This is an optimization exercise on Yosys and OpenROAD, whose aim is small area, a short achievable clock period and few clock cycles per item, not a production implementation. Only simulation tests tie the RTL to the original design; equivalence was not proved.

==> inputs of build 98 <==
// aes_engine
module aes_engine (
  input  wire         clk,
  input  wire         rst,         
  input  wire         key_valid,
  output wire         key_ready,
  input  wire [1:0]   key_len,     
  input  wire [255:0] key,
  input  wire         blk_valid,
  output wire         blk_ready,
  input  wire [127:0] blk_in,
  output reg          out_valid,
  output wire [127:0] out_data
);
clock: 10.0 ns
lec_check: 0
cap_margin: 30
core_margin: 2
core_utilization: 45
place_density: 0.58
slew_margin: 30
standard.sh (not shown) runs the stock make flow with config.mk's settings and CLKGATE_MAP_FILE= SYNTH_SCRIPT=/design/flow/synth_recipe.tcl, a recipe that flattens the netlist after the stock synthesis.
==> flow/flow/run.sh <==
#!/bin/bash
# Layout flow: the standard layout (standard.sh, ORFS synth to finish),
# with these changes:
#  - synthesis maps the logic with the ABC script in flow/area.abc (strash,
#    dch, amap: area-oriented) instead of ORFS's speed script. flow/my_synth.tcl
#    is synth_recipe.tcl with only the ABC script swapped, so the registers,
#    their names and cell types are those of the standard synthesis;
#  - the layout runs in two make calls: up to cts with the settings in
#    flow/extra_args_cts, then on to finish with those in flow/extra_args (one
#    per line). They set the repair_timing setup margin (SETUP_SLACK_MARGIN),
#    so that the resizer works towards a shorter period than the 10 ns clock,
#    harder before CTS than after global routing. The clock, the SDC and all
#    constraints are the standard flow's, unchanged.
# Each make call's output goes to its own log (flow_make_cts.log,
# flow_make.log); ORFS writes each step's log under orfs/logs.
set -uo pipefail
W=$(pwd)
export MY_ABC_SCRIPT=$W/flow/area.abc
mk() {  # mk ARGFILE OUT.sh
  local extra=""
  if [[ -f $1 ]]; then extra=$(tr '\n' ' ' < $1); fi
  sed -e "s|SYNTH_SCRIPT=[^ ]*|SYNTH_SCRIPT=$W/flow/my_synth.tcl $extra|" standard.sh > $2
}
mk $W/flow/extra_args_cts $W/my_standard_cts.sh
mk $W/flow/extra_args $W/my_standard.sh
bash $W/my_standard_cts.sh cts > $W/flow_make_cts.log 2>&1
rc=$?
if [[ $rc -eq 0 ]]; then
  bash $W/my_standard.sh finish > $W/flow_make.log 2>&1
  rc=$?
  tail -5 $W/flow_make.log
else
  tail -5 $W/flow_make_cts.log
fi
exit $rc
==> flow/flow/area.abc <==
strash
dch
amap
topo
==> flow/flow/extra_args <==
SETUP_SLACK_MARGIN=5.5
==> flow/flow/extra_args_cts <==
SETUP_SLACK_MARGIN=6
==> flow/flow/my_synth.tcl <==
proc synth {args} { yosys synth -nofsm -noshare {*}$args }
proc abc {args} {
  if {[info exists ::env(MY_ABC_SCRIPT)]} {
    set i [lsearch -exact $args -script]
    if {$i >= 0} { lset args [expr {$i + 1}] $::env(MY_ABC_SCRIPT) }
  }
  yosys abc {*}$args
}
source $::env(SCRIPTS_DIR)/synth.tcl
# left out here: clear keep_hierarchy, flatten, clean up, hide names made inside functions, write 1_2_yosys.v
==> trial 96: changes against build 98 <==
--- a/flow/design.v
+++ b/flow/design.v
@@ -63,50 +63,46 @@
   aes_sbox_a u_s1 (.a(sin[23:16]), .q(q[11:8]));
   aes_sbox_a u_s2 (.a(sin[15:8]),  .q(q[7:4]));
   aes_sbox_a u_s3 (.a(sin[7:0]),   .q(q[3:0]));
 endmodule
 module aes_key_expand (
   input  wire [127:0] hi,       
   input  wire [127:0] b,        
   input  wire [31:0]  w7,       
-  input  wire [31:0]  w67,      
   input  wire         mid,      
   input  wire         nos,      
-  input  wire         rcu,      
-  input  wire         nmid,     
+  input  wire         rot,      
   input  wire [7:0]   rcon,     
   input  wire [31:0]  sin,      
   input  wire [15:0]  q,        
   output wire [255:0] nw,       
-  output wire [31:0]  nsin,     
   output wire [7:0]   nrcon
 );
   wire [31:0] B0 = b[127:96], B1 = b[95:64], B2 = b[63:32], B3 = b[31:0];
   wire [31:0] sub;
   aes_sbox_b u_s0 (.a(sin[31:24]), .q(q[15:12]), .y(sub[31:24]));
   aes_sbox_b u_s1 (.a(sin[23:16]), .q(q[11:8]),  .y(sub[23:16]));
   aes_sbox_b u_s2 (.a(sin[15:8]),  .q(q[7:4]),   .y(sub[15:8]));
   aes_sbox_b u_s3 (.a(sin[7:0]),   .q(q[3:0]),   .y(sub[7:0]));
-  wire [31:0] t = sub ^ {rcu ? rcon : 8'h00, 24'h000000};
+  wire [31:0] t = rot ? ({sub[23:0], sub[31:24]} ^ {rcon, 24'h000000}) : sub;
   wire [31:0] P0 = B0, P1 = B0 ^ B1, P2 = B0 ^ B1 ^ B2, P3 = B0 ^ B1 ^ B2 ^ B3;
-  wire [31:0] x7 = (mid || nos) ? w7 : 32'h0;
-  wire [31:0] E0 = P0 ^ x7;
-  wire [31:0] E1 = P1 ^ x7;
-  wire [31:0] E2 = mid ? B2 : P2 ^ x7;
-  wire [31:0] E3 = mid ? (B2 ^ B3) : P3 ^ x7;
-  wire        t01 = !(mid || nos);
-  wire        t23 = !nos;
-  wire [31:0] N0 = E0 ^ (t01 ? t : 32'h0);
-  wire [31:0] N1 = E1 ^ (t01 ? t : 32'h0);
-  wire [31:0] N2 = E2 ^ (t23 ? t : 32'h0);
-  wire [31:0] N3 = E3 ^ (t23 ? t : 32'h0);
+  reg [31:0] N0, N1, N2, N3;
+  always @(*) begin
+    if (mid) begin
+      N0 = P0 ^ w7;  N1 = P1 ^ w7;
+      N2 = B2 ^ t;   N3 = B2 ^ B3 ^ t;
+    end else if (nos) begin
+      N0 = P0 ^ w7;  N1 = P1 ^ w7;  N2 = P2 ^ w7;  N3 = P3 ^ w7;
+    end else begin
+      N0 = P0 ^ t;   N1 = P1 ^ t;   N2 = P2 ^ t;   N3 = P3 ^ t;
+    end
+  end
   assign nw = {hi, N0, N1, N2, N3};
-  assign nsin = (E3 ^ (nmid ? w67 : 32'h0)) ^ (t23 ? t : 32'h0);
-  assign nrcon = rcu ? ({rcon[6:0], 1'b0} ^ (rcon[7] ? 8'h1b : 8'h00)) : rcon;
+  assign nrcon = (rot && !nos) ? ({rcon[6:0], 1'b0} ^ (rcon[7] ? 8'h1b : 8'h00)) : rcon;
 endmodule
 module aes_round_a (
   input  wire [127:0] st,
   output wire [63:0]  q        
 );
   genvar n;
   generate
     for (n = 0; n < 16; n = n + 1) begin : g_byte
@@ -145,17 +141,17 @@
     for (n = 0; n < 16; n = n + 1) begin : g_byte
       aes_sbox_b u_sb (.a(st[127-8*n -: 8]), .q(q[63-4*n -: 4]), .y(sb[127-8*n -: 8]));
       assign sr[127-8*n -: 8] = sb[127-8*((n%4) + 4*(((n/4) + (n%4)) % 4)) -: 8];
     end
     for (n = 0; n < 4; n = n + 1) begin : g_col
       assign mc[127-32*n -: 32] = mix(sr[127-32*n -: 32]);
     end
   endgenerate
-  assign y  = mc;
+  assign y  = mc ^ rk;
   assign yf = sr ^ rk;
 endmodule
 module aes_engine (
   input  wire         clk,
   input  wire         rst,         
   input  wire         key_valid,
   output wire         key_ready,
   input  wire [1:0]   key_len,     
@@ -234,51 +230,44 @@
   reg [255:0] win;         
   reg [1:0]   wlen;
   reg         wmid, wnos, wrot;    
   reg [7:0]   wrcon;
   reg [31:0]  wsin;        
   reg [31:0]  ksin;        
   reg [15:0]  kq;
   reg [1:0]   wph;
-  wire [31:0] sin0 = fk1 ? ckey_last : wsin;
-  wire        rot1 = fk1 || wrot;
-  wire [31:0] sin1 = rot1 ? {sin0[23:0], sin0[31:24]} : sin0;
+  wire [31:0] sin1 = fk1 ? ckey_last : wsin;
   wire [15:0] q1;
   aes_kx_a u_kxa (.sin(sin1), .q(q1));
   wire [127:0] rk_run = (wlen == 2'd0) ? win[127:0] : (wlen == 2'd1) ? win[191:64] : win[255:128];
   wire [127:0] rk_key = ckey[255:128];     
   wire         cnk6   = (ckey_len == 2'd1);
   wire [127:0] ckey_hi = {ckey[127:64], cnk6 ? ckey[127:64] : ckey[63:0]};
-  wire [1:0] len2 = fk2 ? ckey_len : wlen;
-  wire [1:0] ph2  = fk2 ? 2'd0 : wph;
-  wire       nk6  = (len2 == 2'd1);
-  wire [1:0] nph  = nk6 ? ((ph2 == 2'd2) ? 2'd0 : ph2 + 2'd1) : {1'b0, ~ph2[0]};
-  wire       mid2 = !fk2 && wmid;
-  wire       nos2 = !fk2 && wnos;
-  wire       rot2 = fk2 || wrot;
   wire [255:0] nw;
-  wire [31:0]  nsin;
   wire [7:0]   nrcon;
   aes_key_expand u_kx (
     .hi    (fk2 ? ckey_hi : win[127:0]),
     .b     (fk2 ? rk_key : rk_run),
     .w7    (win[31:0]),
-    .w67   (fk2 ? (ckey[127:96] ^ ckey[95:64]) : (win[63:32] ^ win[31:0])),
-    .mid   (mid2),
-    .nos   (nos2),
-    .rcu   (rot2 && !nos2),
-    .nmid  (nk6 && nph == 2'd1),
+    .mid   (!fk2 && wmid),
+    .nos   (!fk2 && wnos),
+    .rot   (fk2 || wrot),
     .rcon  (fk2 ? 8'h01 : wrcon),
     .sin   (ksin),
     .q     (kq),
     .nw    (nw),
-    .nsin  (nsin),
     .nrcon (nrcon)
   );
+  wire [1:0] len2 = fk2 ? ckey_len : wlen;
+  wire [1:0] ph2  = fk2 ? 2'd0 : wph;
+  wire       nk6  = (len2 == 2'd1);
+  wire [1:0] nph  = nk6 ? ((ph2 == 2'd2) ? 2'd0 : ph2 + 2'd1) : {1'b0, ~ph2[0]};
+  wire [31:0] w67  = fk2 ? (ckey[127:96] ^ ckey[95:64]) : (win[63:32] ^ win[31:0]);
+  wire [31:0] nsin = (nk6 && nph == 2'd1) ? (w67 ^ nw[31:0]) : nw[31:0];
   always @(posedge clk) begin
     ksin <= sin1;
     kq   <= q1;
     if (wwe) begin
       win   <= nw;
       wlen  <= len2;
       wph   <= nph;
       wmid  <= nk6 && (nph == 2'd1);
@@ -300,13 +289,13 @@
     .q  (s2q),
     .rk (rk_run),
     .y  (round_out),
     .yf (final_out)
   );
   always @(posedge clk) begin
     s2  <= s1;
     s2q <= qa;
-    s1  <= (ld ? blk_in : round_out) ^ (ld ? rk_key : rk_run);
+    s1  <= ld ? (blk_in ^ rk_key) : round_out;
     res <= final_out;
   end
   assign out_data = res;
 endmodule
==> flow/flow/run.sh (replaced) <==
#!/bin/bash
# Layout flow: the standard layout (standard.sh), except that synthesis
# maps the logic with the ABC script in flow/area.abc (area-oriented: strash,
# dch, amap) instead of ORFS's speed script. Synthesis is otherwise the standard flow's
# own (flow/my_synth.tcl is synth_recipe.tcl with the ABC script swapped), so
# the registers, their names and cell types are the standard synthesis's.
# Extra make settings, if any, are in flow/extra_args (one per line).
set -uo pipefail
W=$(pwd)
export MY_ABC_SCRIPT=$W/flow/area.abc
EXTRA=""
if [[ -f $W/flow/extra_args ]]; then EXTRA=$(tr '\n' ' ' < $W/flow/extra_args); fi
sed -e "s|SYNTH_SCRIPT=[^ ]*|SYNTH_SCRIPT=$W/flow/my_synth.tcl $EXTRA|" standard.sh > $W/my_standard.sh
bash $W/my_standard.sh finish > $W/flow_make.log 2>&1
rc=$?
tail -5 $W/flow_make.log
exit $rc
==> flow/flow/extra_args (replaced) <==
SETUP_SLACK_MARGIN=6.5
- CAP_MARGIN: 30 -> 20
- CORE_UTILIZATION: 45 -> 42
- PLACE_DENSITY: 0.58 -> 0.55
- SLEW_MARGIN: 30 -> 20
removed: flow/flow/extra_args_cts
==> build 55: changes against build 98 <==
==> flow/flow/run.sh (replaced) <==
#!/bin/bash
# Layout flow: the standard layout (standard.sh, ORFS synth to finish),
# with two changes:
#  - synthesis maps the logic with the ABC script in flow/area.abc (strash,
#    dch, amap: area-oriented) instead of ORFS's speed script. flow/my_synth.tcl
#    is synth_recipe.tcl with only the ABC script swapped, so the registers,
#    their names and cell types are those of the standard synthesis;
#  - the make settings in flow/extra_args (one per line) are added; they set
#    the repair_timing setup margin (SETUP_SLACK_MARGIN) so that the resizer
#    works towards a shorter period than the 10 ns clock. The clock, the SDC
#    and all constraints are the standard flow's, unchanged.
# The make output goes to flow_make.log; ORFS writes each step's log under orfs/logs.
set -uo pipefail
W=$(pwd)
export MY_ABC_SCRIPT=$W/flow/area.abc
EXTRA=""
if [[ -f $W/flow/extra_args ]]; then EXTRA=$(tr '\n' ' ' < $W/flow/extra_args); fi
sed -e "s|SYNTH_SCRIPT=[^ ]*|SYNTH_SCRIPT=$W/flow/my_synth.tcl $EXTRA|" standard.sh > $W/my_standard.sh
bash $W/my_standard.sh finish > $W/flow_make.log 2>&1
rc=$?
tail -5 $W/flow_make.log
exit $rc
==> flow/flow/extra_args (replaced) <==
SETUP_SLACK_MARGIN=6
- CAP_MARGIN: 30 -> 20
- CORE_UTILIZATION: 45 -> 42
- PLACE_DENSITY: 0.58 -> 0.55
- SLEW_MARGIN: 30 -> 20
removed: flow/flow/extra_args_cts
==> trial 70: changes against build 98 <==
==> flow/flow/run.sh (replaced) <==
#!/bin/bash
# Layout flow: the standard layout (standard.sh, ORFS synth to finish),
# with two changes:
#  - synthesis maps the logic with the ABC script in flow/area.abc (strash,
#    dch, amap: area-oriented) instead of ORFS's speed script. flow/my_synth.tcl
#    is synth_recipe.tcl with only the ABC script swapped, so the registers,
#    their names and cell types are those of the standard synthesis;
#  - the make settings in flow/extra_args (one per line) are added; they set
#    the repair_timing setup margin (SETUP_SLACK_MARGIN) so that the resizer
#    works towards a shorter period than the 10 ns clock. The clock, the SDC
#    and all constraints are the standard flow's, unchanged.
# The make output goes to flow_make.log; ORFS writes each step's log under orfs/logs.
set -uo pipefail
W=$(pwd)
export MY_ABC_SCRIPT=$W/flow/area.abc
EXTRA=""
if [[ -f $W/flow/extra_args ]]; then EXTRA=$(tr '\n' ' ' < $W/flow/extra_args); fi
sed -e "s|SYNTH_SCRIPT=[^ ]*|SYNTH_SCRIPT=$W/flow/my_synth.tcl $EXTRA|" standard.sh > $W/my_standard.sh
bash $W/my_standard.sh finish > $W/flow_make.log 2>&1
rc=$?
tail -5 $W/flow_make.log
exit $rc
removed: flow/flow/extra_args_cts
==> impl_results.md <==
* Outcome: finished clean
* Maxcap violations at 0
* Synth Area in Adders at 0.782%
* Tcrit/Tclk final at 41.4%
* Finished Core Util at 63.2%
* Buffers excl. clock at 1367
* Max Fclk at 241 MHz
* Most frequent cells in the layout: nor2_1, o22ai_1, clkinv_1
* Synthesized Nets at 9244
* Area share of the largest cell type after synthesis at 26.8%
* Mapped Area at 67200 µm²
* Final clock-cell share at 4.46%
* Clock buffers at 186
* Commonest cells in the netlist: o22ai_1, clkinv_1, nor2_1
* Critical Path Sink: wsin[17]
That was build 55.
==> impl_results.md <==
* Outcome: finished clean
* Syn_area_per_cell at 7.62 µm²
* Max Fclk at 224 MHz
* Synth Area in Adders at 0.782%
* Commonest cells in the netlist: o22ai_1, clkinv_1, nor2_1
* Clock buffers at 191
* Area share of the largest cell type after synthesis at 26.8%
* Met1 Wirelength at 123000 µm
* Final clock-cell share at 4.83%
* Multi-input gate share of total cell area at 45.3%
* Synthesized Nets at 9244
* Mapped Area at 67200 µm²
* Critical Path Sink: s1[68]
* Buffers excl. clock at 904
* Tcrit/Tclk final at 44.6%
That was trial 70.
==> impl_results.md <==
* Outcome: finished clean
* Most frequent cells in the layout: nor2_1, o22ai_1, clkinv_1
* Mapped Area at 67200 µm²
* Final clock-cell share at 4.72%
* Max Fclk at 230 MHz
* Synthesized Nets at 9244
* Finished Core Util at 61.6%
* Maxcap violations at 0
* Critical Path Sink: s1[111]
* Tcrit/Tclk final at 43.6%
* Buffers excl. clock at 1007
* Area share of the largest cell type after synthesis at 26.8%
That was build 98.
==> impl_results.md <==
* Outcome: failed layout checks
* Violated Checks: capacitance limit, slew limit
* Slew Viols, Final at 3
* Synthesized Nets at 9289
* Clock buffers at 171
* Most frequent cells in the layout: buf_4, nor2_1, clkinv_1
* Final clock-cell share at 3.86%
* Critical Path Sink: s1[26]
* Buffers excl. clock at 2207
* Max Fclk at 218 MHz
* Finished Core Util at 73.9%
* Area share of the largest cell type after synthesis at 26.5%
* Synth Area in Adders at 0.773%
* Maxcap violations at 1
That was trial 96.
Testbench counts of build 98, summed over its fixed seeds: cycles 32,745, blocks 2,557.
Testbench counts of trial 96, summed over its fixed seeds: cycles 32,745, blocks 2,557.
Testbench counts of build 55, summed over its fixed seeds: cycles 32,745, blocks 2,557.
Testbench counts of trial 70, summed over its fixed seeds: cycles 32,745, blocks 2,557.

-- re-timing with driven ports --
Ports are ideal in the flow. The routed layouts listed here were re-timed in OpenROAD. Step 1: set_driving_cell puts a clkbuf_16 on clk and a buf_2 on each other input, an assumption about the parent block. Step 2 adds t to the input delays and takes it off the output delays; t is the mean of the earliest and latest rising clock arrival at the registers after step 1. Input paths then give back, and output paths get back, about the clock's delay inside the block. a / b / c = ideal ports / drivers / drivers and shift; a / b = the first two.
| run | t (ns) | setup slack, ns | worst setup path at the end |
|---|---|---|---|
| build 98 | 0.861 | 5.643 / 5.643 / 5.227 | input to register |
| trial 96 | 0.892 | 5.405 / 5.405 / 5.405 | register to register |
| build 55 | 0.877 | 5.857 / 5.857 / 5.484 | input to register |
| trial 70 | 0.859 | 5.540 / 5.540 / 4.857 | input to register |
The setup slack of trial 70, which loses most, moves by 0.000 ns with the drivers and by -0.683 ns with both steps.
